Context: an optimization exercise on an open-source flow, tuned for small area and a short achievable clock period. The choices shown serve that exercise and are no tape-out recipe. At most, simulation tests tie the RTL to the original design; equivalence was not proved. The RTL of run 1 was laid out without a check of its function. Power figures rest on the tool's default switching activity, not on a simulated workload.

[flow/design.v]
module lk_topk (
    input  wire         clk,
    input  wire         rst,           
    input  wire         in_valid,      
    input  wire         in_first,      
    input  wire         in_last,       
    input  wire         in_take,       
    input  wire [31:0]  in_data,       
    input  wire [1:0]   cfg_op,        
    input  wire [3:0]   cfg_fmt,       
    input  wire [3:0]   cfg_k,         
    output reg          out_valid,
    output wire [511:0] out_line,
    output wire         out_nonfinite
);
    localparam FMT_BF16  = 4'h3;
    localparam FMT_INT32 = 4'hC;
    localparam OP_MIN    = 2'd1;
    localparam OP_TOPK   = 2'd2;
    integer i;
    reg        row_min;        
    reg        row_int;        
    reg        row_bf16;       
    reg  [7:0] row_en;         
    wire       cur_min  = in_first ? (cfg_op == OP_MIN)     : row_min;
    wire       cur_int  = in_first ? (cfg_fmt == FMT_INT32) : row_int;
    wire       cur_bf16 = in_first ? (cfg_fmt == FMT_BF16)  : row_bf16;
    wire [3:0] n_res    = (cfg_op == OP_TOPK) ? cfg_k : 4'd1;
    wire [31:0] wide    = cur_bf16 ? {in_data[15:0], 16'd0} : in_data;
    wire       w_nf     = !cur_int && (wide[30:23] == 8'hFF);
    reg        p_valid, p_first, p_last, p_take;
    reg [31:0] p_data;         
    reg        p_nf;           
    reg        p_nan;          
    reg        p_zfp;          
    reg        p_flip;         
    reg        p_bd;           
    always @(posedge clk) begin
        if (rst)
            p_valid <= 1'b0;
        else
            p_valid <= in_valid;
        p_first <= in_first;
        p_last  <= in_last;
        p_take  <= in_take;
        p_data  <= wide;
        p_nf    <= w_nf;
        p_nan   <= w_nf && (wide[22:0] != 23'd0);
        p_zfp   <= !cur_int && (wide[30:0] == 31'd0);
        p_flip  <= cur_min ^ (!cur_int & wide[31]);
        p_bd    <= !(wide[31] ^ cur_min);
        if (in_valid && in_first) begin
            row_min  <= (cfg_op == OP_MIN);
            row_int  <= (cfg_fmt == FMT_INT32);
            row_bf16 <= (cfg_fmt == FMT_BF16);
            for (i = 0; i < 8; i = i + 1)
                row_en[i] <= (i < n_res);
        end
    end
    function [1:0] cmp31;    
        input [30:0] a, b;
        reg [31:0] g, l;
        integer w, j;
        begin
            g = {1'b0, a & ~b};
            l = {1'b0, ~a & b};
            for (w = 1; w < 32; w = w * 2)
                for (j = 0; j < 32; j = j + 2 * w) begin
                    g[j] = g[j + w] | (!l[j + w] & g[j]);
                    l[j] = l[j + w] | (!g[j + w] & l[j]);
                end
            cmp31 = {g[0], l[0]};
        end
    endfunction
    function ranks_before;
        input [31:0] v;
        input        v_nan;
        reg mgt, mlt, better;
        begin
            {mgt, mlt} = cmp31(p_data[30:0], v[30:0]);
            if (p_data[31] ^ v[31])
                better = p_bd & !(p_zfp & !mgt & !mlt);
            else
                better = p_flip ? mlt : mgt;
            ranks_before = !p_nan & (v_nan | better);
        end
    endfunction
    reg        s_valid [0:7];
    reg        s_nan   [0:7];
    reg [31:0] s_val   [0:7];
    reg [15:0] s_pos   [0:7];
    reg        q_valid, q_first, q_last, q_take, q_nf, q_nan;
    reg [31:0] q_data;
    reg  [7:0] q_en;           
    reg  [7:0] q_b;            
    reg        q_bq;           
    reg  [7:0] ins_prev;       
    wire s1_clear = p_first | (q_valid & q_first);
    always @(posedge clk) begin
        if (rst)
            q_valid <= 1'b0;
        else
            q_valid <= p_valid;
        q_first <= p_first;
        q_last  <= p_last;
        q_take  <= p_take;
        q_nf    <= p_nf;
        q_nan   <= p_nan;
        q_data  <= p_data;
        if (p_valid && p_first)
            q_en <= row_en;
        for (i = 0; i < 8; i = i + 1)
            q_b[i] <= s1_clear | !s_valid[i] | ranks_before(s_val[i], s_nan[i]);
        q_bq <= p_first | ranks_before(q_data, q_nan);
    end
    reg        beats [0:7];
    reg  [7:0] mv;             
    reg        shf   [0:7];    
    reg [15:0] row_pos;        
    reg        row_nf;
    wire        take    = q_valid & q_take;
    wire [15:0] cur_pos = q_first ? 16'd0 : row_pos;
    always @(*) begin
        for (i = 0; i < 8; i = i + 1) begin
            if (i > 0 && ins_prev[(i == 0) ? 0 : i-1])
                beats[i] = q_b[(i == 0) ? 0 : i-1];
            else if (ins_prev[i])
                beats[i] = q_bq;
            else
                beats[i] = q_b[i];
            mv[i]  = take & q_en[i] & beats[i];
        end
        shf[0] = 1'b0;
        for (i = 1; i < 8; i = i + 1)
            shf[i] = beats[i-1];
    end
    wire keep = !(q_valid & q_first);    
    always @(posedge clk) begin
        ins_prev <= mv;
        for (i = 0; i < 8; i = i + 1) begin
            if (mv[i]) begin
                if (shf[i]) begin
                    s_valid[i] <= keep & s_valid[(i == 0) ? 0 : i-1];
                    s_nan[i]   <= keep & s_nan[(i == 0) ? 0 : i-1];
                    s_val[i]   <= {32{keep}} & s_val[(i == 0) ? 0 : i-1];
                    s_pos[i]   <= {16{keep}} & s_pos[(i == 0) ? 0 : i-1];
                end else begin
                    s_valid[i] <= 1'b1;
                    s_nan[i]   <= q_nan;
                    s_val[i]   <= q_data;
                    s_pos[i]   <= cur_pos;
                end
            end else begin
                s_valid[i] <= keep & s_valid[i];
                s_nan[i]   <= keep & s_nan[i];
                s_val[i]   <= {32{keep}} & s_val[i];
                s_pos[i]   <= {16{keep}} & s_pos[i];
            end
        end
        if (q_valid) begin
            row_pos <= cur_pos + 16'd1;
            row_nf  <= (!q_first & row_nf) | (take & q_nf);
        end
        if (rst)
            out_valid <= 1'b0;
        else
            out_valid <= q_valid & q_last;
    end
    genvar g;
    generate
        for (g = 0; g < 8; g = g + 1) begin : g_line
            assign out_line[32*g +: 32]       = s_val[g];
            assign out_line[256 + 16*g +: 16] = s_pos[g];
        end
    endgenerate
    assign out_line[511:384] = 128'd0;
    assign out_nonfinite     = row_nf;
endmodule
[flow/constraint.sdc]
create_clock -name core_clock -period 10.0 [get_ports {clk}]
set_input_delay 2.0000 -clock core_clock [delete_from_list [all_inputs] [get_ports {clk}]]
set_output_delay 2.0000 -clock core_clock [all_outputs]
set_load 0.01 [all_outputs]
[flow/flow/run.sh]
#!/bin/bash
# The standard layout (the standard.sh, unchanged synthesis) with two changes:
# timing repair aims for a setup margin (the clock period stays the SDC's), and
# the port buffers are buf_1 cells instead of the default delay buffers.
set -euo pipefail
MARGIN=${MARGIN:-6.5}
sed -e "s|\"\${@:-finish}\"|SETUP_SLACK_MARGIN=$MARGIN 'BUFFER_PORTS_ARGS=-buffer_cell sky130_fd_sc_hd__buf_1' \"\${@:-finish}\"|" standard.sh > own_standard.sh
bash own_standard.sh > own_flow.log 2>&1
[flow/config.mk]
export PLATFORM = sky130hd
export DESIGN_NAME = lk_topk
export DESIGN_NICKNAME = lk_topk
export VERILOG_FILES = /design/flow/design.v
export SDC_FILE = /design/flow/constraint.sdc
export NUM_CORES = 4
export LEC_CHECK = 0
export CAP_MARGIN = 20
export CORE_MARGIN = 2
export CORE_UTILIZATION = 40
export SLEW_MARGIN = 20
[flow/standard.sh]
#!/bin/bash
# synth_recipe.tcl (not shown) runs the flow's synth.tcl, then flattens the netlist and writes it again
# the make line also repeats each setting of config.mk as NAME=value (left out here)
make -C /OpenROAD-flow-scripts/flow DESIGN_CONFIG=/design/flow/config.mk WORK_HOME=/design/flow/orfs CLKGATE_MAP_FILE= SYNTH_SCRIPT=/design/flow/synth_recipe.tcl "${@:-finish}"
==> run_results.csv, run 1 <==
group,metric,value,unit
status,outcome,"timing/DRC/antenna clean",
sta,hold_viol,0,
setup_path,critPathLaunchType,"flop",
setup_path,rrSetupSlack,6.60,ns
hold_path,hold_path_class,"flop to flop",
sta,finalSetupViolations,0,
layout,area.sequential,11000,µm²
sta,max-slew-margin-rel,14.1,%
route,ant_nets,0,
layout,fillers,6828,
setup_path,path_class,"flop to primary output",
layout,drive_above_1_share,7.95,%
sta,finalClockSkew,0.0316,ns
clock_network,cts_buffers,60,
setup_path,crit_fanout,4,
grt,grt_pass1_vias,24400,
setup_path,cp_num_buf_inv,1,
setup_path,reg2reg_depth,6,
clock_network,cts_root_buf,"clkbuf_16",
sta,max_freq,292,MHz
logic_synthesis,ys.flop_type,"dfxtp_1",
setup_path,crit_arrival,1.43,ns
setup_path,slowest_stage,"dfxtp_1",
hold_path,hp-start,"p_last",
clock_network,clk_path_buf_depth,3,
floorplanning,fp.dieW,267,µm
clock_network,cts_tree,"done",
sta,slew_viol_final,0,
pwr,p_per_area,175,nW/µm²
floorplanning,die_h,267,µm
floorplanning,placementRows,96,
pwr,ir_worst_vdd,0.128,mV
clock_network,clk_pin_slew_worst_paths,0.06,ns
grt,grt_max_degree,242,
pwr,p_leak,10.4,nW
route,wirelength,119000,µm
route,drt-pass1-iter-count,7,
clock_network,clk_latency,0.64,ns
route,wl_per_cell,26.8,µm
sta,period_needed,3.43,ns
sta,rsz0062_at_grt,"false",
placement,dp_hpwl,74900,µm
hold_path,hold_depth,0,
logic_synthesis,seq_area_frac_synth,39.9,%
layout,multi_input_area,14800,µm²
grt,globalRouteOverflowTotal,0,
route,vias_per_cell,6.15,
setup_path,regToRegStartpoint,"q_valid",
grt,grt_use_total,31.6,%
logic_synthesis,yosys-top-cells-area,"dfxtp_1 36%, a22oi_1 10%, o21ai_0 5.5%",
sta,fin_tns_setup,0,ns
layout,syn_to_final_growth,14.2,%
floorplanning,design.core.area,68500,µm²
setup_path,end_kind,"primary output",
logic_synthesis,async_reset_ff_share,0,%
grt,antenna_found_initial,3,
sta,holdWs,0.329,ns
logic_synthesis,yosysTopAreaCell,"dfxtp_1",
clock_network,cts_max_level,2,
logic_synthesis,yosys.area.top_type_share,36.0,%
logic_synthesis,synth_edf_count,36,
grt,grt_pass1_wl,168000,µm
layout,nNetsFinal,3545,
logic_synthesis,ys_types,78,
floorplanning,initial_utilization,40.4,%
logic_synthesis,yosys_warnings,7,
logic_synthesis,netlist_top_cells_count,"497 x dfxtp_1, 377 x a22oi_1, 303 x o21ai_0",
route,remaining_drc_errors,0,
route,drt_iter0_drc,3160,
job,cap_violations,0,
logic_synthesis,synth.most_common_cell,"dfxtp_1",
clock_network,clock_sinks,533,
logic_synthesis,syn_avg_cell_area,8.55,µm²
layout,final_cells,4429,
setup_path,crit_family,"flip-flops",
logic_synthesis,ys_seq_elements,533,
placement,gp_congestion,0.939,
sta,final.period_utilization,34.3,%
route,vias,27300,
floorplanning,ios,562,
setup_path,worstPathRequired,8.00,ns
floorplanning,fp.dieArea,71200,µm²
setup_path,r2r_end,"s_val[6][24]",
placement,portBuffers,433,
logic_synthesis,netlist_instances,3234,
logic_synthesis,synth_area,27600,µm²
setup_path,path_cells,"buf_1",
hold_path,min_to,"q_last",
sta,tightest_slew,1.29,ns
setup_path,slowest_delay,0.55,ns
placement,dp_cells,4304,
## where the power goes
part           leakage, nW  total [mW]  switching [mW]  internal [mW]
registers             4.37        2.43           0.186           2.24
logic                 4.99       0.660           0.415          0.245
clock network         1.05        2.43           0.971           1.46
total                 10.4        5.52            1.57           3.95
## layout by cell type, fill, tap and decap left out, drive strengths merged, types with 18 or more instances in the layout
cell type and count:
nor2b 96, conb 128, nand3 76, a21oi 110
clkbuf 87, buf 472, nor3b 47, clkinv 28
nand2b 116, a22oi 377, nand3b 45, maj3 144
inv 110, edfxtp 36, o21ai 320, dfxtp 497
a31oi 18, o22ai 215, nor2 54, nand2 270
a2bb2oi 26, and2 21, mux2i 26
## logic make-up (layout without fill, tap and decap cells)
group | Yosys count | after routing | synth area share, %
buf+inv | 535 | 710 | 9.34
mux | 37 | 37 | 1.40
fa+ha+maj | 145 | 145 | 5.46
compound gates | 1185 | 1185 | 28.1
flops | 533 | 533 | 39.9
simple gates | 775 | 784 | 15.1
other cells | 1 | 130 | 0.0136
xor+xnor | 23 | 23 | 0.729
## routing by layer
metal	vias to the layer above	share of wire, %	track usage, %
met3	287	12	8.80
met5	-	0	0
li1	12200	-	-
met2	1609	45	48.8
met1	13200	39	41.2
met4	0	4.4	13.7
## stage by stage
stage               worst slack [ns]  util (%)  total power, mW  cell area, µm²
finish                          6.57      46.1             5.52           31600
global placement                5.77      42.7             3.10           29200
detailed placement              5.72      42.7             3.10           29200
global route                    6.54      46.1             5.68           31600
CTS                             6.51      46.0             5.52           31500
floorplan                       6.53         -             2.90           28100
## flip-flops by register name, summed over array words and instances, names as in the netlist, 8 cells and up
name / cells
s_nan: 8
q_data: 32
ins_prev: 8
s_pos: 128
p_data: 32
q_b: 8
q_en: 8
s_val: 256
s_valid: 8
row_pos: 16
row_en: 8
## worst max path at each step
stage                  from      endpoint  cells after the start  slack [ns]
2_1_floorplan    cfg_fmt[1]         p_nan                      9        6.53
3_3_place_gp       in_first         p_zfp                      8        5.77
3_5_place_dp       in_first         p_zfp                      8        5.72
4_1_cts        s_val[0][31]  out_line[31]                      1        6.51
5_1_grt            in_first         p_zfp                      8        6.54
6_report       s_val[2][15]  out_line[79]                      1        6.57
## what timing repair did
action                                  4_1_cts  5_1_grt
endpoints found under the setup margin      181       84
gates cloned                                  8        1
buffers inserted                              2        1
gates resized for setup                      10        9
pin swaps                                     3        1
hold buffers                                  0        0
## layout make-up
cell class              count  area share, %
multi-input cells        2302           47.1
flip-flops and latches    533           35.0
repair buffers            473           6.17
clock buffers              86           5.61
well taps                 882           3.50
inverters                 126           1.51
clock inverters            25           1.17
diodes                      2         0.0159
==> inputs of run 2 (changes only) <==
--- a/flow/design.v
+++ b/flow/design.v
@@ -28,5 +28,14 @@
     wire [3:0] n_res    = (cfg_op == OP_TOPK) ? cfg_k : 4'd1;
     wire [31:0] wide    = cur_bf16 ? {in_data[15:0], 16'd0} : in_data;
-    wire       w_nf     = !cur_int && (wide[30:23] == 8'hFF);
+    wire       sign     = cur_bf16 ? in_data[15] : in_data[31];
+    wire       e32_ones = (in_data[30:23] == 8'hFF);
+    wire       e16_ones = (in_data[14:7] == 8'hFF);
+    wire       m32_nz   = (in_data[22:0] != 23'd0);
+    wire       m16_nz   = (in_data[6:0] != 7'd0);
+    wire       z32      = !m32_nz && (in_data[30:23] == 8'h00);
+    wire       z16      = !m16_nz && (in_data[14:7] == 8'h00);
+    wire       w_nf     = !cur_int && (cur_bf16 ? e16_ones : e32_ones);
+    wire       w_nan    = !cur_int && (cur_bf16 ? (e16_ones & m16_nz) : (e32_ones & m32_nz));
+    wire       w_zfp    = !cur_int && (cur_bf16 ? z16 : z32);
     reg        p_valid, p_first, p_last, p_take;
     reg [31:0] p_data;         
@@ -46,8 +55,8 @@
         p_data  <= wide;
         p_nf    <= w_nf;
-        p_nan   <= w_nf && (wide[22:0] != 23'd0);
-        p_zfp   <= !cur_int && (wide[30:0] == 31'd0);
-        p_flip  <= cur_min ^ (!cur_int & wide[31]);
-        p_bd    <= !(wide[31] ^ cur_min);
+        p_nan   <= w_nan;
+        p_zfp   <= w_zfp;
+        p_flip  <= cur_min ^ (!cur_int & sign);
+        p_bd    <= !(sign ^ cur_min);
         if (in_valid && in_first) begin
             row_min  <= (cfg_op == OP_MIN);
--- a/flow/flow/run.sh
+++ b/flow/flow/run.sh
@@ -4,5 +4,5 @@
 # the port buffers are buf_1 cells instead of the default delay buffers.
 set -euo pipefail
-MARGIN=${MARGIN:-6.5}
+MARGIN=${MARGIN:-6.8}
 sed -e "s|\"\${@:-finish}\"|SETUP_SLACK_MARGIN=$MARGIN 'BUFFER_PORTS_ARGS=-buffer_cell sky130_fd_sc_hd__buf_1' \"\${@:-finish}\"|" standard.sh > own_standard.sh
 bash own_standard.sh > own_flow.log 2>&1
--- a/flow/config.mk
+++ b/flow/config.mk
@@ -9,3 +9,5 @@
 export CORE_MARGIN = 2
 export CORE_UTILIZATION = 40
+export CTS_CLUSTER_DIAMETER = 100
+export CTS_CLUSTER_SIZE = 24
 export SLEW_MARGIN = 20
==> run_results.csv, run 2 <==
group,metric,value,unit
setup_path,worstPathRequired,10.53,ns
sta,period_needed,3.21,ns
sta,max_freq,312,MHz
setup_path,path_class,"flop to flop",
clock_network,clk_pin_slew_worst_paths,0.09,ns
sta,rsz0062_at_grt,"true",
clock_network,clk_latency,0.64,ns
sta,fin_tns_setup,0,ns
pwr,ir_worst_vdd,0.128,mV
clock_network,cts_max_level,1,
grt,grt_pass1_vias,23700,
logic_synthesis,synth_edf_count,36,
route,remaining_drc_errors,0,
job,cap_violations,0,
grt,antenna_found_initial,2,
placement,dp_cells,4309,
hold_path,hp-start,"p_last",
setup_path,reg2reg_depth,6,
layout,fin_area,32000,µm²
layout,layout_common_cells,"367 x a22oi_1, 329 x o21ai_0, 296 x nand2_1",
grt,grt_use_total,30.6,%
setup_path,rrSetupSlack,6.79,ns
floorplanning,design.core.area,68300,µm²
logic_synthesis,yosys-top-cells-area,"dfxtp_1 36%, a22oi_1 10%, o21ai_0 6.1%",
clock_network,cts_root_buf,"clkbuf_16",
hold_path,min_to,"q_last",
logic_synthesis,synth.most_common_cell,"dfxtp_1",
logic_synthesis,syn_avg_cell_area,8.43,µm²
floorplanning,ios,562,
placement,dpl_cell_area,29000,µm²
pwr,p_leak,11.5,nW
floorplanning,initial_utilization,40.3,%
logic_synthesis,netlist_instances,3264,
clock_network,cts_buffers,26,
sta,finalClockSkew,0.0261,ns
hold_path,hold_path_class,"flop to flop",
route,wl_per_cell,26.4,µm
clock_network,cts_tree,"done",
setup_path,critPathLaunchType,"flop",
setup_path,end_kind,"flop",
clock_network,clk_path_buf_depth,3,
hold_path,hold_depth,0,
sta,hold_viol,0,
layout,final_cells,4424,
grt,grt_pass1_wl,164000,µm
pwr,p_per_area,137,nW/µm²
setup_path,regToRegStartpoint,"q_bq",
setup_path,path_cells,"mux2i_1 > o21ai_2 > nand3_4 > nor2_4 > nand2_1 > o21ai_0",
setup_path,crit_arrival,3.73,ns
sta,final.period_utilization,32.1,%
route,vias,27200,
layout,nNetsFinal,3581,
layout,top_register,"s_val",
setup_path,crit_fanout,27,
pwr,finalPower,4.37,mW
placement,dp_hpwl,75400,µm
logic_synthesis,ys_seq_elements,533,
sta,holdWs,0.336,ns
grt,globalRouteOverflowTotal,0,
status,outcome,"timing/DRC/antenna clean",
setup_path,slowest_delay,0.95,ns
route,drt-pass1-iter-count,7,
route,wirelength,117000,µm
logic_synthesis,yosys_warnings,7,
grt,grt_max_degree,113,
floorplanning,die_h,266,µm
floorplanning,fp.dieW,266,µm
setup_path,cp_num_buf_inv,0,
logic_synthesis,async_reset_ff_share,0,%
setup_path,r2r_end,"s_val[4][25]",
floorplanning,placementRows,96,
route,drt_iter0_drc,3627,
layout,syn_to_final_growth,16.2,%
placement,portBuffers,433,
logic_synthesis,synth_area,27500,µm²
logic_synthesis,seq_area_frac_synth,40.1,%
sta,max-slew-margin-rel,19.9,%
placement,gp_congestion,0.913,
layout,largestRegisters,"s_val (256), s_pos (128)",
clock_network,cts_hold_repair.buffers,0,
layout,drive_above_1_share,26.2,%
logic_synthesis,netlist_top_cells_count,"497 x dfxtp_1, 367 x a22oi_1, 335 x o21ai_0",
logic_synthesis,yosysTopAreaCell,"dfxtp_1",
logic_synthesis,yosys.area.top_type_share,36.2,%
sta,tightest_slew,1.20,ns
setup_path,crit_family,"simple AND/OR/NAND/NOR gates",
setup_path,slowest_stage,"nor2_4",
layout,largest_reg_flops,256,
logic_synthesis,ys_types,69,
sta,slew_viol_final,0,
route,ant_nets,0,
sta,finalSetupViolations,0,
route,vias_per_cell,6.14,
clock_network,clock_sinks,533,
logic_synthesis,ys.flop_type,"dfxtp_1",
floorplanning,fp.dieArea,70900,µm²
layout,final_common_cell,"a22oi_1",
==> run 2: changes by cell type in the layout (fill, tap and decap cells not counted), moves of 31 or more <==
cell	change
buf_1	-343
buf_2	+209
buf_4	+109
clkbuf_16	-35
clkbuf_2	+65
dfxtp_1	-356
dfxtp_2	+201
dfxtp_4	+155
maj3_1	+31
o22ai_1	-36
==> run 2: report_power, final <==
group,switching (mW),leakage [nW],internal (mW)
combinational,0.429,6.57,0.276
clock,0.750,0.364,0.512
sequential,0.174,4.59,2.23
total,1.35,11.5,3.02
==> run 2: worst register-to-register path: stages, from the launching register on <==
cell	delay [ns]
dfxtp_1	0.52
mux2i_1	0.15
o21ai_2	0.64
nand3_4	0.56
nor2_4	0.96
nand2_1	0.16
o21ai_0	0.12
==> run 2: layout make-up <==
| cell class | count | area [µm²] |
|---|---|---|
| fill | 6660 | 36400 |
| multi-input combinational | 2344 | 14900 |
| sequential | 533 | 11900 |
| timing repair buffer | 519 | 2930 |
| tap | 882 | 1100 |
| clock buffer | 33 | 718 |
| inverter | 108 | 407 |
| clock inverter | 3 | 45.0 |
| antenna | 2 | 5.00 |
==> run 2: metal layers <==
metal | wire [µm] | vias to the layer above | global-route usage (%) | part of all wire, %
met3 | 11500 | 226 | 6.00 | 9.8
met5 | 0 | - | 0 | 0
met1 | 47000 | 13200 | 41.1 | 40
li1 | - | 12300 | - | -
met2 | 53200 | 1501 | 48.2 | 45
met4 | 5320 | 0 | 12.5 | 4.6
==> run 2: through the flow <==
stage          setup WS [ns]  utilization (%)
2_1_floorplan           6.80                -
6_report                6.79             46.8
4_1_cts                 6.61             45.8
5_1_grt                 6.71             46.8
3_5_place_dp            5.89             42.5
3_3_place_gp            5.96             42.5
==> run 2: cells by family (layout without fill, tap and decap cells) <==
logic type | Yosys count | in the layout | share of synthesized area, %
AO/OA/AOI/OAI | 1184 | 1184 | 27.9
multiplexers | 37 | 38 | 1.43
flip-flops | 533 | 533 | 40.1
AND/OR/NAND/NOR | 808 | 821 | 15.2
other | 1 | 130 | 0.0136
XOR/XNOR | 23 | 23 | 0.732
adder cells (fa/ha/maj) | 150 | 150 | 5.55
buffers and inverters | 528 | 663 | 9.09
==> run 2: repair_timing <==
action                                  in CTS  in global routing
endpoints found under the setup margin     701                406
buffers inserted                            34                 28
gates resized for setup                    744                210
gates cloned                                11                  3
endpoints found under the hold margin        0                  0
pin swaps                                    7                  2
==> run 2: worst max path at each step <==
stage	start	end	slack, ns	cells after the start
final	q_bq	s_val[4][25]	6.79	6
after detailed placement	in_first	p_flip	5.89	5
after CTS	q_bq	s_val[3][10]	6.61	7
after global placement	in_first	p_flip	5.96	5
after floorplan	cfg_fmt[1]	p_data[20]	6.80	5
after global routing	q_valid	s_val[0][16]	6.71	6
==> inputs of run 3 (changes only) <==
--- a/flow/flow/run.sh
+++ b/flow/flow/run.sh
@@ -4,5 +4,5 @@
 # the port buffers are buf_1 cells instead of the default delay buffers.
 set -euo pipefail
-MARGIN=${MARGIN:-6.8}
+MARGIN=${MARGIN:-7.0}
 sed -e "s|\"\${@:-finish}\"|SETUP_SLACK_MARGIN=$MARGIN 'BUFFER_PORTS_ARGS=-buffer_cell sky130_fd_sc_hd__buf_1' \"\${@:-finish}\"|" standard.sh > own_standard.sh
 bash own_standard.sh > own_flow.log 2>&1
--- a/flow/config.mk
+++ b/flow/config.mk
@@ -9,5 +9,4 @@
 export CORE_MARGIN = 2
 export CORE_UTILIZATION = 40
-export CTS_CLUSTER_DIAMETER = 100
-export CTS_CLUSTER_SIZE = 24
 export SLEW_MARGIN = 20
+export TNS_END_PERCENT = 0
==> run_results.csv, run 3 <==
group,metric,value,unit
placement,gp_congestion,0.932,
layout,layout_common_cells,"367 x a22oi_1, 328 x o21ai_0, 296 x nand2_1",
setup_path,cp-endpoint,"q_b[6]",
floorplanning,fp.dieArea,70900,µm²
logic_synthesis,ys_types,69,
clock_network,cts_max_level,2,
layout,fin_util,46.9,%
logic_synthesis,yosys-top-cells-area,"dfxtp_1 36%, a22oi_1 10%, o21ai_0 6.1%",
placement,dp_hpwl,75700,µm
floorplanning,design.core.area,68300,µm²
sta,hold_viol,0,
sta,finalSetupViolations,0,
logic_synthesis,yosys.area.top_type_share,36.2,%
grt,grt_pass1_vias,24100,
sta,holdWs,0.339,ns
grt,antenna_found_initial,0,
sta,period_needed,3.30,ns
route,vias_per_cell,6.12,
grt,globalRouteOverflowTotal,0,
clock_network,clk_latency,0.67,ns
grt,grt_max_degree,202,
pwr,p_leak,11.1,nW
clock_network,clk_pin_slew_worst_paths,0.07,ns
layout,top_register,"s_val",
route,vias,27200,
logic_synthesis,yosysTopAreaCell,"dfxtp_1",
layout,num_antenna_cells,0,
hold_path,hold_path_class,"flop to flop",
route,wirelength,118000,µm
pwr,finalPower,5.49,mW
floorplanning,initial_utilization,40.3,%
setup_path,critical_path.startpoint,"p_data[1]",
placement,dp_cells,4312,
layout,syn_to_final_growth,16.5,%
setup_path,r2r_end,"q_b[6]",
sta,final.period_utilization,33.0,%
layout,largestRegisters,"s_val (256), s_pos (128)",
grt,grt_pass1_wl,168000,µm
placement,dpl_cell_area,29100,µm²
floorplanning,fp.dieW,266,µm
setup_path,worstPathRequired,10.52,ns
layout,final_cells,4445,
clock_network,cts_buffers,60,
clock_network,clock_sinks,533,
setup_path,critPathLaunchType,"flop",
layout,drive_above_1_share,17.1,%
route,drt-pass1-iter-count,6,
placement,post-place-ws,5.44,ns
sta,rsz0062_at_grt,"true",
sta,finalClockSkew,0.0405,ns
setup_path,rrSetupSlack,6.70,ns
sta,max-slew-margin-rel,21.4,%
logic_synthesis,netlist_instances,3264,
layout,nNetsFinal,3563,
hold_path,hp-start,"p_nf",
route,remaining_drc_errors,0,
logic_synthesis,ys.flop_type,"dfxtp_1",
setup_path,crit_fanout,37,
sta,tightest_slew,1.18,ns
floorplanning,placementRows,96,
clock_network,clk_path_buf_depth,3,
setup_path,end_kind,"flop",
logic_synthesis,synth_edf_count,36,
logic_synthesis,netlist_top_cells_count,"497 x dfxtp_1, 367 x a22oi_1, 335 x o21ai_0",
clock_network,cts_root_buf,"clkbuf_16",
logic_synthesis,async_reset_ff_share,0,%
logic_synthesis,synth.most_common_cell,"dfxtp_1",
pwr,ir_worst_vdd,0.129,mV
setup_path,crit_arrival,3.82,ns
sta,fin_tns_setup,0,ns
layout,largest_reg_flops,256,
clock_network,cts_tree,"done",
layout,fillers,6664,
logic_synthesis,yosys_warnings,7,
setup_path,reg2reg_depth,9,
sta,setup_ws,6.70,ns
logic_synthesis,synth_area,27500,µm²
logic_synthesis,syn_avg_cell_area,8.43,µm²
setup_path,path_class,"flop to flop",
placement,portBuffers,433,
sta,slew_viol_final,0,
route,wl_per_cell,26.6,µm
route,drt_iter0_drc,3592,
layout,fin_area,32100,µm²
logic_synthesis,ys_seq_elements,533,
floorplanning,die_h,266,µm
setup_path,regToRegStartpoint,"p_data[1]",
job,cap_violations,0,
route,ant_nets,0,
floorplanning,ios,562,
status,outcome,"timing/DRC/antenna clean",
grt,grt_use_total,31.6,%
pwr,p_per_area,171,nW/µm²
layout,final_common_cell,"a22oi_1",
logic_synthesis,seq_area_frac_synth,40.1,%
sta,max_freq,303,MHz
## run 3: cell counts after synthesis
No cell type changed its count.
## run 3: timing repair
action / in CTS / in global routing
hold buffers: 0 / 0
buffers inserted: 1 / 6
gates cloned: 11 / 3
pin swaps: 7 / 3
endpoints found under the setup margin: 761 / 722
resized for setup: 353 / 68
## run 3: logic make-up after synthesis
family,count (synthesis),share of synthesized area [%]
xor gates and xnor gates,23,0.732
and+or+nand+nor,808,15.2
buffers and inverters,528,9.09
muxes,37,1.43
other,1,0.0136
AOI/OAI and AO/OA,1184,27.9
DFF,533,40.1
adders and majority gates,150,5.55
## run 3: layout make-up
type	instances	area [µm²]	share of cell area, %
clock buffer	87	1770	5.51
timing repair buffer	467	2150	6.71
sequential	533	11300	35.3
inverter	108	407	1.27
tap	882	1100	3.44
multi-input combinational	2344	14900	46.6
clock inverter	24	379	1.18
## run 3: worst min path at each step
stage               depth (start not counted)     end
global placement                            0    q_nf
floorplan                                   0  q_last
finish                                      0    q_nf
global route                                0    q_nf
CTS                                         0    q_nf
detailed placement                          0    q_nf
## run 3: report_power, final
group          switching, mW  total [mW]  internal, mW
logic                  0.424       0.676         0.252
clock network          0.969        2.38          1.41
registers              0.180        2.43          2.25
## run 3: worst max-delay path, cell delays in order, from the launching register on
cell,delay (ns)
dfxtp_1,0.31
buf_4,0.25
nor3b_1,0.24
o2bb2ai_1,0.10
maj3_1,0.37
o21ai_0,0.45
a211oi_1,0.15
o31ai_1,0.58
a211oi_1,0.18
o41ai_2,0.51
## run 3: metal layers
layer  vias to the layer above  wire, µm  share of wire, %  GRT usage, %
met2                      1437     52400                44          48.1
met1                     13300     49400                42          43.0
li1                      12200         -                 -             -
met4                         0      5090               4.3          12.5
met3                       237     11500               9.7          7.28
met5                         -         0                 0             0
==> inputs of run 4 (changes only) <==
--- a/flow/design.v
+++ b/flow/design.v
@@ -22,5 +22,4 @@
     reg        row_int;        
     reg        row_bf16;       
-    reg  [7:0] row_en;         
     wire       cur_min  = in_first ? (cfg_op == OP_MIN)     : row_min;
     wire       cur_int  = in_first ? (cfg_fmt == FMT_INT32) : row_int;
@@ -45,4 +44,5 @@
     reg        p_flip;         
     reg        p_bd;           
+    reg  [3:0] p_nres;         
     always @(posedge clk) begin
         if (rst)
@@ -59,10 +59,9 @@
         p_flip  <= cur_min ^ (!cur_int & sign);
         p_bd    <= !(sign ^ cur_min);
+        p_nres  <= n_res;
         if (in_valid && in_first) begin
             row_min  <= (cfg_op == OP_MIN);
             row_int  <= (cfg_fmt == FMT_INT32);
             row_bf16 <= (cfg_fmt == FMT_BF16);
-            for (i = 0; i < 8; i = i + 1)
-                row_en[i] <= (i < n_res);
         end
     end
@@ -95,5 +94,4 @@
         end
     endfunction
-    reg        s_valid [0:7];
     reg        s_nan   [0:7];
     reg [31:0] s_val   [0:7];
@@ -101,5 +99,5 @@
     reg        q_valid, q_first, q_last, q_take, q_nf, q_nan;
     reg [31:0] q_data;
-    reg  [7:0] q_en;           
+    reg  [3:0] q_nres;         
     reg  [7:0] q_b;            
     reg        q_bq;           
@@ -118,7 +116,7 @@
         q_data  <= p_data;
         if (p_valid && p_first)
-            q_en <= row_en;
+            q_nres <= p_nres;
         for (i = 0; i < 8; i = i + 1)
-            q_b[i] <= s1_clear | !s_valid[i] | ranks_before(s_val[i], s_nan[i]);
+            q_b[i] <= s1_clear | (s_nan[i] & !s_val[i][30]) | ranks_before(s_val[i], s_nan[i]);
         q_bq <= p_first | ranks_before(q_data, q_nan);
     end
@@ -138,5 +136,5 @@
             else
                 beats[i] = q_b[i];
-            mv[i]  = take & q_en[i] & beats[i];
+            mv[i]  = take & (q_nres > i) & beats[i];
         end
         shf[0] = 1'b0;
@@ -150,10 +148,8 @@
             if (mv[i]) begin
                 if (shf[i]) begin
-                    s_valid[i] <= keep & s_valid[(i == 0) ? 0 : i-1];
-                    s_nan[i]   <= keep & s_nan[(i == 0) ? 0 : i-1];
+                    s_nan[i]   <= !keep | s_nan[(i == 0) ? 0 : i-1];
                     s_val[i]   <= {32{keep}} & s_val[(i == 0) ? 0 : i-1];
                     s_pos[i]   <= {16{keep}} & s_pos[(i == 0) ? 0 : i-1];
                 end else begin
-                    s_valid[i] <= 1'b1;
                     s_nan[i]   <= q_nan;
                     s_val[i]   <= q_data;
@@ -161,6 +157,5 @@
                 end
             end else begin
-                s_valid[i] <= keep & s_valid[i];
-                s_nan[i]   <= keep & s_nan[i];
+                s_nan[i]   <= !keep | s_nan[i];
                 s_val[i]   <= {32{keep}} & s_val[i];
                 s_pos[i]   <= {16{keep}} & s_pos[i];
--- a/flow/flow/run.sh
+++ b/flow/flow/run.sh
@@ -4,5 +4,5 @@
 # the port buffers are buf_1 cells instead of the default delay buffers.
 set -euo pipefail
-MARGIN=${MARGIN:-7.0}
+MARGIN=${MARGIN:-6.6}
 sed -e "s|\"\${@:-finish}\"|SETUP_SLACK_MARGIN=$MARGIN 'BUFFER_PORTS_ARGS=-buffer_cell sky130_fd_sc_hd__buf_1' \"\${@:-finish}\"|" standard.sh > own_standard.sh
 bash own_standard.sh > own_flow.log 2>&1
--- a/flow/config.mk
+++ b/flow/config.mk
@@ -9,4 +9,5 @@
 export CORE_MARGIN = 2
 export CORE_UTILIZATION = 40
+export CTS_CLUSTER_DIAMETER = 100
+export CTS_CLUSTER_SIZE = 24
 export SLEW_MARGIN = 20
-export TNS_END_PERCENT = 0
==> run_results.csv, run 4 <==
group,metric,value,unit
floorplanning,initial_utilization,40.5,%
floorplanning,ios,562,
logic_synthesis,yosys-top-cells-area,"dfxtp_1 36%, a22oi_1 10%, o21ai_0 5.7%",
setup_path,critPathLaunchType,"flop",
grt,antenna_found_initial,3,
placement,gp_congestion,0.930,
pwr,finalPower,5.10,mW
clock_network,cts_buffers,29,
setup_path,crit_arrival,1.41,ns
pwr,p_leak,9.86,nW
clock_network,clk_path_buf_depth,3,
sta,slew_viol_final,0,
pwr,p_per_area,171,nW/µm²
layout,syn_to_final_growth,9.59,%
setup_path,crit_fanout,4,
logic_synthesis,yosys.area.top_type_share,36.2,%
setup_path,cp_num_buf_inv,1,
setup_path,crit_family,"flip-flops",
floorplanning,fp.dieArea,70300,µm²
logic_synthesis,synth_area,27300,µm²
hold_path,hold_depth,0,
hold_path,hold_path_class,"flop to flop",
layout,num_antenna_cells,0,
sta,final.period_utilization,34.1,%
route,wirelength,116000,µm
sta,finalClockSkew,0.0230,ns
setup_path,path_cells,"buf_1",
setup_path,critical_path.startpoint,"s_val[7][11]",
logic_synthesis,ys.flop_type,"dfxtp_1",
grt,grt_pass1_wl,166000,µm
floorplanning,placementRows,95,
logic_synthesis,syn_avg_cell_area,8.32,µm²
layout,final_cells,4395,
layout,nNetsFinal,3553,
logic_synthesis,ys_seq_elements,517,
placement,dpl_cell_area,28800,µm²
route,drt-pass1-iter-count,6,
setup_path,regToRegStartpoint,"p_data[25]",
sta,hold_viol,0,
setup_path,end_kind,"primary output",
setup_path,crit_cells,1,
layout,final_common_cell,"dfxtp_1",
route,wl_met3,11000,µm
hold_path,hp-start,"p_last",
floorplanning,die_h,265,µm
sta,holdWs,0.336,ns
grt,globalRouteOverflowTotal,0,
placement,dp_hpwl,79800,µm
logic_synthesis,netlist_top_cells_count,"493 x dfxtp_1, 364 x a22oi_1, 312 x o21ai_0",
sta,finalSetupViolations,0,
job,cap_violations,0,
logic_synthesis,netlist_instances,3277,
route,wl_per_cell,26.4,µm
route,ant_nets,0,
pwr,power_frac_seq,51.5,%
floorplanning,design.core.area,67300,µm²
placement,portBuffers,433,
setup_path,slowest_stage,"dfxtp_1",
pwr,p_comb_share,21.2,%
setup_path,reg2reg_depth,10,
sta,period_needed,3.41,ns
clock_network,cts_tree,"done",
sta,fin_tns_setup,0,ns
sta,rsz0062_at_grt,"false",
layout,layout_common_cells,"472 x dfxtp_1, 422 x buf_1, 364 x a22oi_1",
logic_synthesis,async_reset_ff_share,0,%
logic_synthesis,yosys_warnings,6,
route,drt_iter0_drc,3546,
clock_network,clk_pin_slew_worst_paths,0.10,ns
floorplanning,fp.dieW,265,µm
clock_network,clock_sinks,517,
route,wl_met2,52700,µm
layout,multi_input_area,14800,µm²
layout,fillers,6902,
pwr,power.internal,3.29,mW
sta,max_freq,293,MHz
layout,largest_reg_flops,256,
logic_synthesis,yosysTopAreaCell,"dfxtp_1",
placement,dp_cells,4338,
logic_synthesis,synth.most_common_cell,"dfxtp_1",
route,wl_met1,48100,µm
status,outcome,"timing/DRC/antenna clean",
route,remaining_drc_errors,0,
setup_path,path_class,"flop to primary output",
logic_synthesis,seq_area_frac_synth,38.8,%
grt,grt_use_total,31.3,%
layout,fin_area,29900,µm²
logic_synthesis,ys_types,66,
pwr,p_switching,1.81,mW
sta,tightest_slew,1.17,ns
logic_synthesis,synth_edf_count,24,
grt,grt_max_degree,100,
clock_network,cts_root_buf,"clkbuf_16",
pwr,ir_worst_vdd,0.135,mV
setup_path,worstPathRequired,8.00,ns
layout,area.sequential,10600,µm²
sta,max-slew-margin-rel,21.7,%
grt,grt_pass1_vias,23700,
route,vias,26800,
route,route.top_layer_used,"met5",
pwr,p_clk_share,27.3,%
clock_network,clk_latency,0.63,ns
layout,top_register,"s_val",
layout,largestRegisters,"s_val (256), s_pos (128)",
pwr,swShare,35.5,%
layout,drive_above_1_share,5.03,%
setup_path,slowest_delay,0.58,ns
clock_network,cts_max_level,1,
route,vias_per_cell,6.10,
## run 4: worst paths after layout
kind,endpoint,slack [ns]
worst min-delay path,q_last,0.34
worst min register to register,q_last,0.34
worst max register to register,q_bq,6.69
worst max-delay path,out_line[235],6.59
## run 4: final cells by class
cell class,instances,share of cell area (%)
clock buffers,36,2.55
clock inverters,13,0.528
inverters,107,1.35
multi-input cells,2373,49.6
flip-flops and latches,517,35.5
well taps,873,3.66
repair buffers,476,6.76
## run 4: power by group through the flow
stage                     logic, mW  registers, mW  clock network, mW
after floorplan               0.740           2.55                  0
after global placement         1.04           2.66                  0
after detailed placement       1.06           2.66                  0
after CTS                      1.06           2.61               1.40
after global routing           1.18           2.65               1.46
final                          1.08           2.63               1.39
## run 4: per-layer routing
layer  vias up  track usage (%)
li1      12100                -
met4         4             10.2
met2      1378             49.5
met5         -                0
met1     13100             43.3
met3       202             5.45
## run 4: kinds of logic after synthesis
family / Yosys count / synth area share [%]
multiplexers: 29 / 1.14
flip-flops: 517 / 38.8
other: 1 / 0.0138
XOR/XNOR: 23 / 0.739
buffers and inverters: 516 / 9.00
adder cells (fa/ha/maj): 141 / 5.24
AO/OA/AOI/OAI: 1181 / 28.2
AND/OR/NAND/NOR: 869 / 16.8
## run 4: per-stage QoR
step                      setup WS (ns)  utilization [%]
final                              6.59             44.4
after global routing               6.60             44.4
after CTS                          6.59             44.2
after detailed placement           6.24             42.8
after global placement             6.30             42.8
after floorplan                    6.68                -
## run 4: timing repair
item,4_1_cts,5_1_grt
gates cloned,2,0
resized for setup,19,23
endpoints found under the setup margin,165,102
setup buffers,2,0
hold buffers,0,0
pin swaps,2,0
==> inputs of run 5 (changes only) <==
--- a/flow/config.mk
+++ b/flow/config.mk
@@ -8,5 +8,5 @@
 export CAP_MARGIN = 20
 export CORE_MARGIN = 2
-export CORE_UTILIZATION = 40
+export CORE_UTILIZATION = 65
 export CTS_CLUSTER_DIAMETER = 100
 export CTS_CLUSTER_SIZE = 24
==> run_results.csv, run 5 <==
group,metric,value,unit
sta,finalSetupViolations,0,
pwr,finalPower,4.85,mW
grt,grt_use_total,44.8,%
sta,final.period_utilization,34.5,%
logic_synthesis,syn_avg_cell_area,8.32,µm²
floorplanning,placementRows,75,
pwr,power.internal,3.16,mW
layout,layout_common_cells,"479 x dfxtp_1, 433 x buf_1, 364 x a22oi_1",
logic_synthesis,ys_types,66,
clock_network,clk_latency,0.62,ns
logic_synthesis,ys.flop_type,"dfxtp_1",
sta,finalClockSkew,0.0228,ns
setup_path,path_class,"flop to primary output",
setup_path,crit_arrival,1.45,ns
logic_synthesis,yosys-top-cells-area,"dfxtp_1 36%, a22oi_1 10%, o21ai_0 5.7%",
sta,tightest_slew,1.09,ns
setup_path,crit_family,"flip-flops",
placement,dp_hpwl,70100,µm
grt,globalRouteMet2Util,69.3,%
clock_network,clk_path_buf_depth,3,
layout,syn_to_final_growth,6.52,%
logic_synthesis,netlist_instances,3277,
logic_synthesis,seq_area_frac_synth,38.8,%
floorplanning,initial_utilization,65.4,%
grt,grt_pass1_vias,24900,
grt,busiest_layer,"met2",
grt,antenna_found_initial,3,
logic_synthesis,synth.most_common_cell,"dfxtp_1",
pwr,p_per_area,167,nW/µm²
layout,top_register,"s_val",
clock_network,cts_max_level,1,
setup_path,rrSetupSlack,6.65,ns
setup_path,regToRegStartpoint,"q_bq",
route,drt_iter0_drc,4204,
hold_path,hold_path_class,"flop to flop",
floorplanning,design.core.area,41700,µm²
pwr,p_clk_share,23.8,%
placement,portBuffers,433,
setup_path,end_kind,"primary output",
grt,grt_max_degree,204,
route,vias,27600,
logic_synthesis,netlist_top_cells_count,"493 x dfxtp_1, 364 x a22oi_1, 312 x o21ai_0",
logic_synthesis,yosys.area.top_type_share,36.2,%
route,wl_per_cell,25.9,µm
clock_network,clk_pin_slew_worst_paths,0.10,ns
setup_path,path_cells,"buf_1",
grt,grt_pass1_wl,152000,µm
sta,rsz0062_at_grt,"false",
sta,period_needed,3.45,ns
grt,use_met1,58.8,%
logic_synthesis,synth_edf_count,24,
logic_synthesis,yosys_warnings,6,
floorplanning,fp.dieW,209,µm
pwr,ir_worst_vdd,0.158,mV
layout,largestRegisters,"s_val (256), s_pos (128)",
pwr,p_comb_share,22.3,%
floorplanning,die_h,209,µm
setup_path,reg2reg_depth,9,
sta,hold_viol,0,
pwr,swShare,34.9,%
placement,gp_congestion,1.06,
sta,max-slew-margin-rel,27.4,%
layout,largest_reg_flops,256,
route,drt-pass1-iter-count,9,
pwr,p_switching,1.69,mW
setup_path,slowest_delay,0.51,ns
pwr,power_frac_seq,53.8,%
pwr,p_leak,9.61,nW
setup_path,worstPathRequired,8.00,ns
setup_path,r2r_end,"s_val[2][31]",
hold_path,hold_depth,0,
clock_network,clock_sinks,517,
clock_network,cts_buffers,25,
job,cap_violations,0,
logic_synthesis,yosysTopAreaCell,"dfxtp_1",
grt,globalRouteOverflowTotal,0,
logic_synthesis,async_reset_ff_share,0,%
status,outcome,"timing/DRC/antenna clean",
route,ant_nets,0,
hold_path,hp-start,"p_last",
clock_network,cts_tree,"done",
layout,nNetsFinal,3532,
hold_path,min_to,"q_last",
setup_path,critPathLaunchType,"flop",
logic_synthesis,ys_seq_elements,517,
route,wirelength,104000,µm
clock_network,cts_root_buf,"clkbuf_16",
layout,final_common_cell,"dfxtp_1",
setup_path,crit_fanout,5,
layout,drive_above_1_share,3.90,%
setup_path,cp_num_buf_inv,1,
sta,fin_tns_setup,0,ns
setup_path,slowest_stage,"dfxtp_1",
grt,grt_use_met3,11.4,%
route,remaining_drc_errors,0,
route,vias_per_cell,6.85,
floorplanning,fp.dieArea,43600,µm²
logic_synthesis,synth_area,27300,µm²
clock_network,cts_hold_repair.buffers,0,
floorplanning,ios,562,
sta,max_freq,290,MHz
sta,slew_viol_final,0,
[run 5: worst max-delay path by stage]
stage / endpoint / startpoint / depth (start not counted) / slack, ns
2_1_floorplan: p_data[20] / cfg_fmt[1] / 5 / 6.68
3_3_place_gp: s_nan[6] / q_valid / 7 / 6.27
3_5_place_dp: s_nan[6] / q_valid / 7 / 6.09
4_1_cts: s_nan[5] / q_valid / 7 / 6.53
5_1_grt: out_line[9] / s_val[0][9] / 1 / 6.60
6_report: out_line[169] / s_val[5][9] / 1 / 6.55
[run 5: timing repair]
action	CTS	global route
endpoints found under the setup margin	314	217
pin swaps	0	2
gates resized for setup	7	17
gates cloned	0	2
hold endpoints to repair	0	0
setup buffers	0	2
[run 5: routing by layer]
metal | part of all wire (%) | wire (µm) | vias up
li1 | - | - | 12100
met1 | 37 | 38500 | 13000
met2 | 44 | 45900 | 2095
met3 | 14 | 14100 | 410
met4 | 5.6 | 5820 | 4
met5 | 0.025 | 26 | -
[run 5: logic make-up after synthesis]
group,after synthesis,synth area share (%)
multiplexers,29,1.14
flip-flops,517,38.8
other,1,0.0138
adder cells (fa/ha/maj),141,5.24
AND/OR/NAND/NOR,869,16.8
buffers and inverters,516,9.00
XOR/XNOR,23,0.739
AO/OA/AOI/OAI,1181,28.2
[run 5: area by class of cell]
class	count	area, µm²
timing repair buffer	459	1840
inverter	107	407
clock buffer	30	644
sequential	517	10600
tap	539	674
fill	3459	12600
multi-input combinational	2373	14800
clock inverter	2	25.0
antenna	2	5.00
[run 5: power groups by stage]
stage / clock (mW) / sequential, mW / combinational [mW]
global placement: 0 / 2.62 / 1.02
detailed placement: 0 / 2.63 / 1.05
finish: 1.16 / 2.61 / 1.08
CTS: 1.14 / 2.59 / 1.05
global route: 1.21 / 2.63 / 1.16
floorplan: 0 / 2.55 / 0.740
[run 5: through the flow]
stage                     instance area (µm²)  hold WS [ns]  setup WS (ns)  instances  util (%)
after floorplan                         27700         0.310           6.68       3404         -
after global placement                  28300         0.323           6.27       3991      67.9
after detailed placement                28300         0.328           6.09       3991      67.9
after CTS                               29000         0.346           6.53       4023      69.5
after global routing                    29000         0.346           6.60       4027      69.7
final                                   29000         0.346           6.55       4029      69.7
==> inputs of run 6 (changes only) <==
--- a/flow/config.mk
+++ b/flow/config.mk
@@ -8,5 +8,5 @@
 export CAP_MARGIN = 20
 export CORE_MARGIN = 2
-export CORE_UTILIZATION = 65
+export CORE_UTILIZATION = 55
 export CTS_CLUSTER_DIAMETER = 100
 export CTS_CLUSTER_SIZE = 24
==> run_results.csv, run 6 <==
group,metric,value,unit
sta,max_freq,294,MHz
logic_synthesis,yosys.area.top_type_share,36.2,%
floorplanning,design.core.area,49000,µm²
sta,rsz0062_at_grt,"false",
floorplanning,fp.dieW,227,µm
logic_synthesis,yosys_warnings,6,
clock_network,clk_path_buf_depth,3,
setup_path,critPathLaunchType,"flop",
layout,nNetsFinal,3537,
sta,max-slew-margin-rel,27.8,%
setup_path,cp_num_buf_inv,1,
setup_path,crit_family,"flip-flops",
route,drt-pass1-iter-count,8,
setup_path,worstPathRequired,8.00,ns
logic_synthesis,yosys-top-cells-area,"dfxtp_1 36%, a22oi_1 10%, o21ai_0 5.7%",
pwr,p_comb_share,22.2,%
setup_path,path_cells,"buf_1",
layout,top_register,"s_val",
logic_synthesis,synth_compound_area_share,28.2,%
logic_synthesis,netlist_top_cells_count,"493 x dfxtp_1, 364 x a22oi_1, 312 x o21ai_0",
clock_network,cts_buffers,25,
job,cap_violations,0,
logic_synthesis,synth_xor_area_share,0.739,%
clock_network,cts_hold_repair.buffers,0,
logic_synthesis,ys.flop_type,"dfxtp_1",
hold_path,hold_path_class,"flop to flop",
sta,slew_viol_final,0,
pwr,swShare,34.9,%
setup_path,slowest_delay,0.52,ns
sta,hold_viol,0,
layout,num_antenna_cells,0,
layout,syn_to_final_growth,7.29,%
status,outcome,"timing/DRC/antenna clean",
setup_path,crit_arrival,1.40,ns
route,vias,27200,
pwr,power_frac_seq,53.7,%
logic_synthesis,ys_types,66,
logic_synthesis,netlist_instances,3277,
route,remaining_drc_errors,0,
floorplanning,ios,562,
pwr,ir_worst_vdd,0.144,mV
pwr,p_clk_share,24.1,%
grt,grt_pass1_wl,154000,µm
grt,grt_max_degree,103,
grt,grt_pass1_vias,24500,
clock_network,clk_pin_slew_worst_paths,0.10,ns
route,vias_per_cell,6.55,
grt,antenna_found_initial,4,
logic_synthesis,async_reset_ff_share,0,%
layout,largestRegisters,"s_val (256), s_pos (128)",
sta,fin_tns_setup,0,ns
sta,finalSetupViolations,0,
logic_synthesis,synth_top_family_by_area,"compound AO/OA/AOI/OAI gates",
logic_synthesis,syn_avg_cell_area,8.32,µm²
pwr,power.internal,3.16,mW
route,drt_iter0_drc,3218,
setup_path,slowest_stage,"dfxtp_1",
route,wirelength,107000,µm
logic_synthesis,synth_area,27300,µm²
layout,final_common_cell,"dfxtp_1",
setup_path,crit_fanout,5,
floorplanning,initial_utilization,55.7,%
logic_synthesis,synth-simple-area-share,16.8,%
clock_network,cts_tree,"done",
route,ant_nets,0,
sta,period_needed,3.40,ns
placement,portBuffers,433,
sta,finalClockSkew,0.0270,ns
setup_path,end_kind,"primary output",
logic_synthesis,seq_area_frac_synth,38.8,%
logic_synthesis,synth_fa_ha_area_share,5.24,%
floorplanning,fp.dieArea,51400,µm²
logic_synthesis,yosysTopAreaCell,"dfxtp_1",
sta,final.period_utilization,34.0,%
pwr,p_leak,9.67,nW
logic_synthesis,synth.most_common_cell,"dfxtp_1",
placement,dp_hpwl,72400,µm
logic_synthesis,synth_edf_count,24,
setup_path,path_class,"flop to primary output",
clock_network,cts_max_level,1,
pwr,p_per_area,166,nW/µm²
logic_synthesis,ys_seq_elements,517,
clock_network,clk_latency,0.62,ns
clock_network,cts_root_buf,"clkbuf_16",
sta,tightest_slew,1.08,ns
grt,globalRouteOverflowTotal,0,
floorplanning,placementRows,81,
sta,holdWs,0.337,ns
clock_network,clock_sinks,517,
logic_synthesis,synth_mux_area_share,1.14,%
layout,largest_reg_flops,256,
placement,gp_congestion,0.960,
grt,grt_use_total,39.6,%
layout,layout_common_cells,"479 x dfxtp_1, 426 x buf_1, 364 x a22oi_1",
route,wl_per_cell,25.8,µm
layout,drive_above_1_share,4.24,%
pwr,p_switching,1.70,mW
floorplanning,die_h,227,µm
[run 6: cell counts after synthesis]
No cell type changed its count.
[run 6: metal layers]
layer,routed length [µm],GRT usage [%],up-vias
met5,27,0,-
met4,4860,17.1,4
met3,11600,8.40,302
met2,48500,62.7,1685
met1,42300,52.1,13200
li1,-,-,12100
[run 6: worst paths after layout]
path                        end         start  cells after the start  slack (ns)
setup / recovery  out_line[107]  s_val[3][11]                      1        6.60
hold / removal           q_last        p_last                      0        0.34
setup reg to reg   s_val[2][25]          q_bq                      9        6.72
hold reg to reg          q_last        p_last                      0        0.34
[run 6: cells by family after synthesis]
family / after synthesis
XOR/XNOR: 23
multiplexers: 29
adder cells (fa/ha/maj): 141
AND/OR/NAND/NOR: 869
buffers and inverters: 516
flip-flops: 517
AO/OA/AOI/OAI: 1181
other: 1
[run 6: per-stage QoR]
step | std cells | power (mW) | util [%] | instance area, µm² | worst slack [ns]
6_report | 4157 | 4.86 | 59.7 | 29200 | 6.60
5_1_grt | 4157 | 5.04 | 59.7 | 29200 | 6.59
3_3_place_gp | 4117 | 3.65 | 58.1 | 28400 | 6.30
2_1_floorplan | 3404 | 3.29 | - | 27700 | 6.68
4_1_cts | 4150 | 4.82 | 59.5 | 29100 | 6.61
3_5_place_dp | 4117 | 3.69 | 58.1 | 28400 | 6.28
[run 6: cell type report]
cell class / count / area, µm²
Clock inverter: 2 / 36.3
Clock buffer: 30 / 644
Inverter: 107 / 407
Sequential cell: 517 / 10600
Fill cell: 4564 / 19700
Multi-Input combinational cell: 2371 / 14800
Tap cell: 664 / 831
Timing Repair Buffer: 466 / 1910
[run 6: power by group through the flow]
stage | combinational [mW] | clock [mW] | sequential, mW
floorplan | 0.740 | 0 | 2.55
global placement | 1.02 | 0 | 2.63
detailed placement | 1.05 | 0 | 2.64
CTS | 1.05 | 1.17 | 2.59
global route | 1.17 | 1.24 | 2.63
finish | 1.08 | 1.17 | 2.61
[run 6: repair_timing]
| item | 4_1_cts | 5_1_grt |
|---|---|---|
| cloned | 0 | 0 |
| gates resized for setup | 7 | 18 |
| pin swaps | 1 | 3 |
| setup endpoints to repair | 8 | 156 |
| setup buffers | 1 | 5 |
==> inputs of run 7 (changes only) <==
--- a/flow/flow/run.sh
+++ b/flow/flow/run.sh
@@ -4,5 +4,5 @@
 # the port buffers are buf_1 cells instead of the default delay buffers.
 set -euo pipefail
-MARGIN=${MARGIN:-6.6}
+MARGIN=${MARGIN:-6.7}
 sed -e "s|\"\${@:-finish}\"|SETUP_SLACK_MARGIN=$MARGIN 'BUFFER_PORTS_ARGS=-buffer_cell sky130_fd_sc_hd__buf_1' \"\${@:-finish}\"|" standard.sh > own_standard.sh
 bash own_standard.sh > own_flow.log 2>&1
==> run_results.csv, run 7 <==
group,metric,value,unit
sta,max-slew-margin-rel,22.4,%
layout,top_register,"s_val",
clock_network,clk_pin_slew_worst_paths,0.10,ns
layout,final_cells,4161,
setup_path,reg2reg_depth,9,
grt,grt_max_degree,111,
setup_path,crit_fanout,4,
route,wl_per_cell,25.8,µm
logic_synthesis,yosys-top-cells-area,"dfxtp_1 36%, a22oi_1 10%, o21ai_0 5.7%",
sta,rsz0062_at_grt,"true",
setup_path,crit_family,"flip-flops",
layout,drive_above_1_share,7.35,%
logic_synthesis,ys.flop_type,"dfxtp_1",
floorplanning,design.core.area,49000,µm²
route,wirelength,107000,µm
clock_network,cts_root_buf,"clkbuf_16",
status,outcome,"timing/DRC/antenna clean",
floorplanning,ios,562,
pwr,p_per_area,167,nW/µm²
sta,finalSetupViolations,0,
sta,tightest_slew,1.16,ns
clock_network,cts_hold_repair.buffers,0,
logic_synthesis,syn_avg_cell_area,8.32,µm²
route,drt-pass1-iter-count,6,
logic_synthesis,netlist_top_cells_count,"493 x dfxtp_1, 364 x a22oi_1, 312 x o21ai_0",
clock_network,cts_tree,"done",
layout,fillers,4541,
floorplanning,fp.dieArea,51400,µm²
grt,grt_pass1_vias,24000,
grt,globalRouteOverflowTotal,0,
setup_path,path_cells,"buf_2",
layout,nNetsFinal,3535,
logic_synthesis,synth_area,27300,µm²
floorplanning,die_h,227,µm
logic_synthesis,async_reset_ff_share,0,%
logic_synthesis,ys_seq_elements,517,
logic_synthesis,yosysTopAreaCell,"dfxtp_1",
logic_synthesis,synth_edf_count,24,
clock_network,clk_path_buf_depth,3,
hold_path,hold_path_class,"flop to flop",
clock_network,clock_sinks,517,
logic_synthesis,yosys_warnings,6,
setup_path,slowest_delay,0.47,ns
setup_path,crit_arrival,1.32,ns
layout,final_common_cell,"buf_1",
clock_network,cts_buffers,26,
sta,fin_tns_setup,0,ns
setup_path,crit_cells,1,
layout,largest_reg_flops,256,
pwr,ir_worst_vdd,0.162,mV
route,drt_iter0_drc,3609,
floorplanning,placementRows,81,
setup_path,slowest_stage,"dfxtp_1",
sta,slew_viol_final,0,
layout,syn_to_final_growth,7.96,%
placement,dp_cells,4117,
grt,antenna_found_initial,6,
route,vias,27100,
route,vias_per_cell,6.51,
logic_synthesis,seq_area_frac_synth,38.8,%
setup_path,end_kind,"primary output",
logic_synthesis,netlist_instances,3277,
placement,portBuffers,433,
job,cap_violations,0,
layout,largestRegisters,"s_val (256), s_pos (128)",
sta,max_freq,301,MHz
sta,final.period_utilization,33.2,%
logic_synthesis,synth.most_common_cell,"dfxtp_1",
hold_path,hold_depth,0,
sta,period_needed,3.32,ns
setup_path,cp_num_buf_inv,1,
clock_network,cts_max_level,1,
placement,dp_hpwl,72200,µm
logic_synthesis,ys_types,66,
sta,finalClockSkew,0.0199,ns
route,remaining_drc_errors,0,
pwr,p_leak,9.79,nW
logic_synthesis,yosys.area.top_type_share,36.2,%
sta,setup_ws,6.68,ns
placement,gp_congestion,0.950,
grt,grt_pass1_wl,154000,µm
route,ant_nets,0,
setup_path,path_class,"flop to primary output",
floorplanning,initial_utilization,55.7,%
grt,grt_use_total,39.6,%
floorplanning,fp.dieW,227,µm
sta,hold_viol,0,
layout,layout_common_cells,"408 x buf_1, 392 x dfxtp_1, 364 x a22oi_1",
placement,post-place-ws,6.13,ns
setup_path,worstPathRequired,8.00,ns
setup_path,critPathLaunchType,"flop",
clock_network,clk_latency,0.63,ns
run 7: cell counts after synthesis:
No cell type changed its count.
run 7: kinds of logic (layout without fill, tap and decap cells):
logic type | Yosys count | in the layout | share of synthesized area [%]
DFF | 517 | 517 | 38.8
muxes | 29 | 29 | 1.14
AOI/OAI and AO/OA | 1181 | 1181 | 28.2
xor gates and xnor gates | 23 | 23 | 0.739
buffers and inverters | 516 | 608 | 9.00
adders and majority gates | 141 | 141 | 5.24
and+or+nand+nor | 869 | 869 | 16.8
other | 1 | 129 | 0.0138
run 7: metal layers:
layer / routed length [µm] / global-route usage [%] / up-vias
met3: 11400 / 8.31 / 246
met5: 48 / 0 / -
met2: 48700 / 61.5 / 1633
met1: 42700 / 53.6 / 13100
met4: 4460 / 15.6 / 8
li1: - / - / 12100
run 7: final timing paths:
check                        to  slack (ns)    startpoint
hold reg to reg          q_take        0.34        p_take
hold / removal           q_take        0.34        p_take
setup / recovery  out_line[139]        6.68  s_val[4][11]
setup reg to reg         q_b[7]        6.73    p_data[17]
run 7: power by group:
| part | switching (mW) | total (mW) | internal [mW] |
|---|---|---|---|
| Sequential | 0.353 | 2.63 | 2.28 |
| Combinational | 0.644 | 1.08 | 0.433 |
| Clock | 0.727 | 1.22 | 0.495 |
run 7: worst register-to-register path, cell delays in order (launching register included):
cell	delay (ns)
dfxtp_2	0.76
nand3b_1	0.15
o2bb2ai_1	0.17
maj3_1	0.39
o21ai_0	0.62
a21oi_1	0.32
o21a_1	0.24
a211o_1	0.25
nand4b_1	0.09
o211ai_1	0.15
run 7: final cells by class:
class                      count  area [µm²]  share of cell area, %
clock buffer                  33         687                   2.33
antenna                        1        2.50                0.00850
sequential                   517       10700                   36.4
inverter                     107         407                   1.38
multi-input combinational   2371       14800                   50.4
tap                          664         831                   2.82
clock inverter                 5        57.6                  0.196
timing repair buffer         463        1900                   6.47
run 7: metrics by stage:
step                      hold slack [ns]  power, mW  utilization (%)  area, µm²
after global placement              0.314       3.66             58.1      28400
final                               0.338       4.93             60.1      29400
after CTS                           0.339       4.89             59.9      29300
after detailed placement            0.316       3.69             58.1      28400
after floorplan                     0.310       3.29                -      27700
after global routing                0.348       5.11             60.1      29400
run 7: timing repair:
| action | 4_1_cts | 5_1_grt |
|---|---|---|
| pin swaps | 2 | 2 |
| gates resized for setup | 88 | 49 |
| endpoints found under the setup margin | 392 | 194 |
| buffers inserted | 2 | 3 |
==> inputs of run 8 (changes only) <==
--- a/flow/flow/run.sh
+++ b/flow/flow/run.sh
@@ -4,5 +4,5 @@
 # the port buffers are buf_1 cells instead of the default delay buffers.
 set -euo pipefail
-MARGIN=${MARGIN:-6.7}
+MARGIN=${MARGIN:-6.75}
 sed -e "s|\"\${@:-finish}\"|SETUP_SLACK_MARGIN=$MARGIN 'BUFFER_PORTS_ARGS=-buffer_cell sky130_fd_sc_hd__buf_1' \"\${@:-finish}\"|" standard.sh > own_standard.sh
 bash own_standard.sh > own_flow.log 2>&1
==> run_results.csv, run 8 <==
group,metric,value,unit
route,wl_per_cell,25.9,µm
floorplanning,design.core.area,49000,µm²
setup_path,rrSetupSlack,6.74,ns
sta,setup_ws,6.74,ns
sta,holdWs,0.339,ns
grt,globalRouteOverflowTotal,0,
pwr,p_per_area,166,nW/µm²
grt,antenna_found_initial,6,
logic_synthesis,syn_avg_cell_area,8.32,µm²
layout,final_common_cell,"buf_1",
layout,layout_common_cells,"377 x buf_1, 364 x a22oi_1, 310 x o21ai_0",
placement,post-place-ws,6.13,ns
sta,max-slew-margin-rel,24.9,%
pwr,ir_worst_vdd,0.162,mV
setup_path,regToRegStartpoint,"p_data[17]",
hold_path,hold_path_class,"flop to flop",
floorplanning,fp.dieW,227,µm
setup_path,path_class,"flop to flop",
logic_synthesis,async_reset_ff_share,0,%
logic_synthesis,netlist_top_cells_count,"493 x dfxtp_1, 364 x a22oi_1, 312 x o21ai_0",
setup_path,cp-endpoint,"q_b[7]",
clock_network,clk_pin_slew_worst_paths,0.10,ns
clock_network,clk_path_buf_depth,3,
clock_network,cts_hold_repair.buffers,0,
route,vias,27200,
job,cap_violations,0,
layout,syn_to_final_growth,8.98,%
route,remaining_drc_errors,0,
placement,dp_hpwl,72200,µm
sta,finalClockSkew,0.0270,ns
floorplanning,die_h,227,µm
logic_synthesis,synth_edf_count,24,
logic_synthesis,synth.most_common_cell,"dfxtp_1",
floorplanning,ios,562,
clock_network,cts_buffers,26,
setup_path,crit_arrival,3.73,ns
logic_synthesis,ys_seq_elements,517,
route,ant_nets,0,
setup_path,critPathLaunchType,"flop",
clock_network,clock_sinks,517,
layout,nNetsFinal,3537,
route,wirelength,108000,µm
logic_synthesis,yosys-top-cells-area,"dfxtp_1 36%, a22oi_1 10%, o21ai_0 5.7%",
layout,largest_reg_flops,256,
setup_path,crit_fanout,36,
logic_synthesis,netlist_instances,3277,
setup_path,r2r_end,"q_b[7]",
logic_synthesis,yosys_warnings,6,
clock_network,cts_max_level,1,
pwr,p_leak,9.99,nW
grt,grt_max_degree,111,
layout,top_register,"s_val",
logic_synthesis,yosys.area.top_type_share,36.2,%
clock_network,clk_latency,0.62,ns
logic_synthesis,yosysTopAreaCell,"dfxtp_1",
setup_path,reg2reg_depth,9,
sta,rsz0062_at_grt,"false",
logic_synthesis,ys.flop_type,"dfxtp_1",
setup_path,worstPathRequired,10.47,ns
route,drt_iter0_drc,3396,
sta,tightest_slew,1.13,ns
grt,grt_pass1_vias,24100,
floorplanning,placementRows,81,
placement,portBuffers,433,
logic_synthesis,synth_area,27300,µm²
sta,final.period_utilization,32.6,%
grt,grt_use_total,39.7,%
sta,max_freq,306,MHz
layout,largestRegisters,"s_val (256), s_pos (128)",
clock_network,cts_tree,"done",
setup_path,critical_path.startpoint,"p_data[17]",
floorplanning,fp.dieArea,51400,µm²
layout,drive_above_1_share,11.5,%
setup_path,end_kind,"flop",
status,outcome,"timing/DRC/antenna clean",
logic_synthesis,seq_area_frac_synth,38.8,%
route,vias_per_cell,6.53,
sta,period_needed,3.26,ns
sta,fin_tns_setup,0,ns
sta,finalSetupViolations,0,
sta,hold_viol,0,
clock_network,cts_root_buf,"clkbuf_16",
route,drt-pass1-iter-count,7,
grt,grt_pass1_wl,154000,µm
logic_synthesis,ys_types,66,
sta,slew_viol_final,0,
placement,gp_congestion,0.950,
floorplanning,initial_utilization,55.7,%
[run 8: cell types whose count changed in the layout (fill, tap and decap cells not counted), moves of 6 or more]
cell and change:
buf_1 -31, buf_2 +22, clkbuf_2 +6, dfxtp_1 -114
dfxtp_2 +95, dfxtp_4 +19
[run 8: final cells by class]
| class | count | area [µm²] |
|---|---|---|
| Multi-Input combinational cell | 2372 | 14800 |
| Timing Repair Buffer | 464 | 1980 |
| Tap cell | 664 | 831 |
| Sequential cell | 517 | 10900 |
| Fill cell | 4510 | 19200 |
| Clock inverter | 5 | 57.6 |
| Antenna cell | 1 | 2.50 |
| Inverter | 107 | 407 |
| Clock buffer | 33 | 687 |
[run 8: how the worst min path moves through the flow]
stage          slack, ns     end  cells past startpoint    from
5_1_grt             0.35  q_take                      0  p_take
4_1_cts             0.34  q_last                      0  p_last
3_5_place_dp        0.32  q_last                      0  p_last
3_3_place_gp        0.31  q_take                      0  p_take
2_1_floorplan       0.31  q_last                      0  p_last
6_report            0.34  q_take                      0  p_take
[run 8: per-stage QoR]
stage | utilization [%] | std cells | area, µm² | power, mW
floorplan | - | 3404 | 27700 | 3.29
global placement | 58.1 | 4116 | 28400 | 3.66
detailed placement | 58.1 | 4117 | 28400 | 3.69
CTS | 60.3 | 4159 | 29500 | 4.90
global route | 60.7 | 4162 | 29700 | 5.13
finish | 60.7 | 4163 | 29700 | 4.95
[run 8: cell families after synthesis]
group | Yosys count | share of synthesized area [%]
AO/OA/AOI/OAI | 1181 | 28.2
flip-flops | 517 | 38.8
multiplexers | 29 | 1.14
XOR/XNOR | 23 | 0.739
AND/OR/NAND/NOR | 869 | 16.8
other | 1 | 0.0138
buffers and inverters | 516 | 9.00
adder cells (fa/ha/maj) | 141 | 5.24
[run 8: power breakdown]
group / internal (mW) / switching, mW
Combinational: 0.440 / 0.648
Clock: 0.495 / 0.723
Sequential: 2.29 / 0.352
Total: 3.22 / 1.72
[run 8: worst max-delay path, stage by stage (launching register included)]
cell and delay (ns):
dfxtp_2 0.75, nand3b_1 0.14, o2bb2ai_1 0.17, maj3_1 0.39
o21ai_0 0.60, a21oi_1 0.33, o21a_1 0.24, a211o_1 0.25
nand4b_1 0.08, o211ai_1 0.14
[run 8: what timing repair did]
action,in CTS,in global routing
pin swaps,4,1
gates resized for setup,208,105
hold endpoints to repair,0,0
cloned,1,0
setup endpoints to repair,514,257
buffers inserted,3,2
[run 8: per-layer routing]
metal	wire [µm]	vias up	track usage, %
li1	-	12100	-
met1	42500	13100	54.0
met2	48500	1733	62.0
met3	11800	299	7.98
met4	4970	8	15.8
met5	46	-	0

Setup slack of run 8, layout unchanged: 6.736 ns with ideal ports, 6.702 ns with driving cells assumed (clock clkbuf_16, inputs buf_2), 6.301 ns with port delays also shifted by the 0.667 ns mid clock arrival.
